From an optimization exercise on the open Yosys and OpenROAD flow, aimed at small area, a short achievable clock period and few clock cycles per item; shortcuts taken in it are not production practice.
Function was checked by simulation only, so behaviour that the tests miss may differ from the original.

## wip/harbor
// pv_sha256
module pv_sha256 (
    input  wire         clk,
    input  wire         rst,
    input  wire         in_valid,
    output wire         in_ready,
    input  wire         in_first,
    input  wire [511:0] in_block,
    output reg          out_valid,
    output wire [255:0] out_digest
);
Size in the first run: about 5400 cells after synthesis, roughly 1100 flip-flops, roughly 770 I/O pins, roughly 54000 um2 of cells after synthesis.
export LEC_CHECK = 0
export CAP_MARGIN = 30
export CORE_MARGIN = 2
export CORE_UTILIZATION = 40
export CTS_CLUSTER_DIAMETER = 120
export CTS_CLUSTER_SIZE = 30
export SETUP_SLACK_MARGIN = 4.5
export SLEW_MARGIN = 40
create_clock -name core_clock -period 8.5 [get_ports {clk}]
run.sh (not shown) runs the stock make flow with config.mk's settings and CLKGATE_MAP_FILE= SYNTH_SCRIPT=/design/flow/synth_recipe.tcl, a recipe that flattens the netlist after the stock synthesis.
Having completed the whole flow, wip/harbor delivered a layout that passed the timing, DRC and antenna checks.
Testbench counts of wip/harbor, summed over its fixed seeds: cycles 24,984, blocks 384.
Input-level comparison between wip/yarrow and wip/harbor:
diff --git a/flow/config.mk b/flow/config.mk
--- a/flow/config.mk
+++ b/flow/config.mk
@@ -10,4 +10,2 @@
 export CORE_UTILIZATION = 40
-export CTS_CLUSTER_DIAMETER = 120
-export CTS_CLUSTER_SIZE = 30
 export SETUP_SLACK_MARGIN = 4.5
[summary]
- Final-layout clock buffer total of wip/yarrow exceeds that of wip/harbor by more than 100%.
- Worst slew margin relative to its limit: wip/yarrow better than wip/harbor
- The higher non-clock buffer share of cell area of wip/yarrow and wip/harbor is in wip/harbor.

* * *

old:
pv_sha256, a different RTL version from the one above (not shown whole).
For scale: roughly 1100 flip-flops, roughly 53000 µm² of cells after synthesis.
Settings: LEC_CHECK=0, CAP_MARGIN=30, CORE_MARGIN=2, CORE_UTILIZATION=40, CTS_BUF_LIST=sky130_fd_sc_hd__clkbuf_4 sky130_fd_sc_hd__clkbuf_8, CTS_CLUSTER_SIZE=20, SETUP_SLACK_MARGIN=5, SLEW_MARGIN=40; clock period 8.5 ns.
Testbench counts of old, summed over its fixed seeds: cycles 24,984, blocks 384.
Here is what was changed in the inputs of new compared with old.
Settings: CTS_BUF_LIST no longer set, was sky130_fd_sc_hd__clkbuf_4 sky130_fd_sc_hd__clkbuf_8; CTS_CLUSTER_SIZE no longer set, was 20; SETUP_SLACK_MARGIN now 4.5, was 5.
==> run summary <==
Diff new..old | die area | unchanged
Worst-case headroom to the max-slew limit for new: 2.2 points up relative to old
Relative to old, the non-clock buffer count of new is lower by 19%.
Looking at smallest setup slack after layout across both flows, new is the stronger of the two, with old trailing.
Relative to old, the clock latency on the worst-skew pair of new is lower by 0.17 ns.

* * *

v12:
pv_sha256, a different RTL version from the one above (not shown whole).
For scale: ~5200 cells after synthesis, ~1100 flip-flops, about 770 I/O pins, roughly 53000 sq um of cells after synthesis.
make LEC_CHECK=0 CAP_MARGIN=30 CORE_MARGIN=2 CORE_UTILIZATION=40 CTS_CLUSTER_DIAMETER=100 CTS_CLUSTER_SIZE=24 PLACE_DENSITY=0.7 SETUP_SLACK_MARGIN=4.5 SLEW_MARGIN=40 finish   # period 8.5 ns
Testbench counts of v12, summed over its fixed seeds: cycles 24,984, blocks 384.
--- input diff v12..v18 ---
# v12
export LEC_CHECK = 0
export CAP_MARGIN = 30
export CORE_MARGIN = 2
export CORE_UTILIZATION = 40
export CTS_CLUSTER_DIAMETER = 100
export CTS_CLUSTER_SIZE = 24
export PLACE_DENSITY = 0.7
export SETUP_SLACK_MARGIN = 4.5
export SLEW_MARGIN = 40
create_clock -name core_clock -period 8.5 [get_ports {clk}]
# v18
export LEC_CHECK = 0
export CAP_MARGIN = 30
export CORE_MARGIN = 2
export CORE_UTILIZATION = 45
export CTS_CLUSTER_DIAMETER = 100
export CTS_CLUSTER_SIZE = 24
export SETUP_SLACK_MARGIN = 4.5
export SLEW_MARGIN = 40
create_clock -name core_clock -period 8.5 [get_ports {clk}]
## What came out
Summary of the comparison: total via count after detailed routing is higher in v18, relative to v12.
Going from v12 to v18, total wire length after detailed routing shrinks by 12000 microns.
| minimum setup slack after placement | v18 vs v12 | 0.047 ns lower |
Between v12 and v18, period utilization is lower for v12, v18 comes in above that.
Post-route worst setup slack (higher): v12
v18 -> v12: clock skew flat
What v43 does differently from v18 at the input level:
# v18
export LEC_CHECK = 0
export CAP_MARGIN = 30
export CORE_MARGIN = 2
export CORE_UTILIZATION = 45
export CTS_CLUSTER_DIAMETER = 100
export CTS_CLUSTER_SIZE = 24
export SETUP_SLACK_MARGIN = 4.5
export SLEW_MARGIN = 40
create_clock -name core_clock -period 8.5 [get_ports {clk}]
# v43
export LEC_CHECK = 0
export CAP_MARGIN = 30
export CORE_MARGIN = 2
export CORE_UTILIZATION = 40
export CTS_CLUSTER_DIAMETER = 100
export CTS_CLUSTER_SIZE = 24
export SETUP_SLACK_MARGIN = 4.5
export SLEW_MARGIN = 40
create_clock -name core_clock -period 8.5 [get_ports {clk}]
Results
- v43 ended with more count of placed standard cells including taps than v18.
- Taking v18 as the reference, in v43 area taken by flip-flops and latches roughly the same; hold slack held; total wirelength of the detailed-routed design higher.

* * *

pv_sha256, a different RTL version from the one above (not shown whole).
Size: about 5200 cells after synthesis, ~54000 sq um of cells after synthesis.
clock: 8.5 ns
lec_check: 0
cap_margin: 30
core_margin: 2
core_utilization: 55
setup_slack_margin: 5
slew_margin: 40
The baseline never finished: it broke off in global routing.
Testbench counts at the start, summed over its fixed seeds: cycles 24,984, blocks 384.
Change:
SETUP_SLACK_MARGIN = 4.5   (was 5)
What happened: The changed run stopped in global routing. Synthesized area does not change. Synthesized cell count does not change.

* * *

== tundra ==
Another version of the RTL of pv_sha256 (not shown whole).
Size in the first run: ~5,500 cells after synthesis, roughly 1,100 flip-flops, about 770 I/O pins.
clock: 8.5 ns
lec_check: 0
cap_margin: 30
core_margin: 2
core_utilization: 55
setup_slack_margin: 4.5
slew_margin: 40
Testbench counts of tundra, summed over its fixed seeds: cycles 24,984, blocks 384.
### tundra -> quartz
# tundra
export LEC_CHECK = 0
export CAP_MARGIN = 30
export CORE_MARGIN = 2
export CORE_UTILIZATION = 55
export SETUP_SLACK_MARGIN = 4.5
export SLEW_MARGIN = 40
create_clock -name core_clock -period 8.5 [get_ports {clk}]
# quartz
export LEC_CHECK = 0
export CAP_MARGIN = 30
export CORE_MARGIN = 2
export CORE_UTILIZATION = 40
export SLEW_MARGIN = 40
create_clock -name core_clock -period 8.5 [get_ports {clk}]
Adder and majority cell fraction of the synthesized area: quartz vs tundra identical
Stage delay of the slowest cell on the critical path was higher in the run labelled quartz.
Comparing the two runs side by side, quartz comes out behind tundra on detailed placer's ending HPWL.
quartz vs tundra: number of cells on the worst hold path down

* * *

pv_sha256, a different RTL version from the one above (not shown whole).
Size: roughly 1100 flip-flops, about 770 I/O pins, ~54000 um2 of cells after synthesis.
## pv_sha256
module pv_sha256 (
    input  wire         clk,
    input  wire         rst,
    input  wire         in_valid,
    output wire         in_ready,
    input  wire         in_first,
    input  wire [511:0] in_block,
    output reg          out_valid,
    output wire [255:0] out_digest
);
make LEC_CHECK=0 CAP_MARGIN=30 CORE_MARGIN=2 CORE_UTILIZATION=40 SETUP_SLACK_MARGIN=3.5 SLEW_MARGIN=40 finish   # period 8.5 ns
Testbench counts at the start, summed over its fixed seeds: cycles 24,984, blocks 384.
==> next run, changes <==
--- a/flow/config.mk
+++ b/flow/config.mk
@@ -10,3 +10,3 @@
 export CORE_UTILIZATION = 40
-export SETUP_SLACK_MARGIN = 3.5
+export SETUP_SLACK_MARGIN = 4.0
 export SLEW_MARGIN = 40
Effect: Synthesized area is unchanged; die area does not change; maximum frequency rose by 10%; via count rose by 1.1%; global-route usage stays flat; critical path depth rose by 2; setup slack improved by 0.46 ns; flip-flop and latch count does not change; sequential share of layout area fell by 0.57 points.

* * *

Setup of run a:
Another version of the RTL of pv_sha256 (not shown whole).
For scale: about 1100 flip-flops, ~54000 um^2 of cells after synthesis.
// pv_sha256
module pv_sha256 (
    input  wire         clk,
    input  wire         rst,
    input  wire         in_valid,
    output wire         in_ready,
    input  wire         in_first,
    input  wire [511:0] in_block,
    output reg          out_valid,
    output wire [255:0] out_digest
);
clock: 8.5 ns
lec_check: 0
cap_margin: 30
core_margin: 2
core_utilization: 40
setup_slack_margin: 4.0
slew_margin: 40
Run a: flow completed, timing, DRC and antenna clean
Testbench counts of run a, summed over its fixed seeds: cycles 24,984, blocks 384.
Here is what was changed in the inputs of run b compared with run a.
Settings: changing SETUP_SLACK_MARGIN from 4.0 to 4.5.
==> comparison <==
Run b vs run a — routed wire length climbed by a few percent
Of run a and run b, the run reporting the higher final cell area excluding filler cells was run b.
Multi-input combinational area share: lower on run a
Critical path depth in cells ends up lower on run a.
In the reports for run a and run b, the larger worst hold slack belongs to run b.

afterwards: timing with drivers on the ports:
Ports are ideal in the flow. The routed layouts listed here were re-timed in OpenROAD. Step 1 (the two cells are an assumption about what drives the block):
set clk [get_ports {clk}]
set_driving_cell -lib_cell sky130_fd_sc_hd__clkbuf_16 $clk
set_driving_cell -lib_cell sky130_fd_sc_hd__buf_2 [delete_from_list [all_inputs] $clk]
Step 2 also shifts input and output timing later by t, the mid clock arrival at the registers, as if the neighbouring blocks saw the same clock. Slacks: ideal ports / drivers / drivers and shift; pairs: ideal ports / drivers.
| run | shift t [ns] | setup slack, ns | worst hold slack (ns) |
|---|---|---|---|
| wip/harbor | 0.781 | 4.368 / 4.368 / 3.952 | 0.314 / 0.314 / 0.314 |
| wip/yarrow | 0.829 | 4.341 / 4.341 / 3.913 | 0.280 / 0.280 / 0.280 |
| old | 0.995 | 4.121 / 4.121 / 4.121 | 0.301 / 0.301 / 0.301 |
| new | 0.814 | 4.138 / 4.138 / 3.947 | 0.314 / 0.314 / 0.314 |
| v12 | 0.748 | 4.333 / 4.333 / 4.218 | 0.326 / 0.326 / 0.326 |
| v18 | 0.768 | 4.303 / 4.302 / 3.998 | 0.325 / 0.325 / 0.325 |
| v43 | 0.753 | 4.347 / 4.347 / 4.171 | 0.322 / 0.322 / 0.322 |
| tundra | 0.783 | 3.948 / 3.948 / 3.829 | 0.444 / 0.444 / 0.444 |
| quartz | 0.845 | 2.927 / 2.927 / 2.694 | 0.445 / 0.445 / 0.445 |
| the first run of note 6 | 0.830 | 3.586 / 3.586 / 2.927 | 0.320 / 0.320 / 0.320 |
| the second run of note 6 | 0.838 | 4.044 / 4.044 / 3.388 | 0.309 / 0.309 / 0.309 |
| run a | 0.836 | 3.965 / 3.965 / 3.430 | 0.278 / 0.278 / 0.278 |
| run b | 0.832 | 3.985 / 3.985 / 3.720 | 0.281 / 0.281 / 0.281 |
After both steps setup and hold are still met in every run listed. The setup slack of the first run of note 6, which loses most, moves by 0.000 ns with the drivers and by -0.659 ns with both steps.
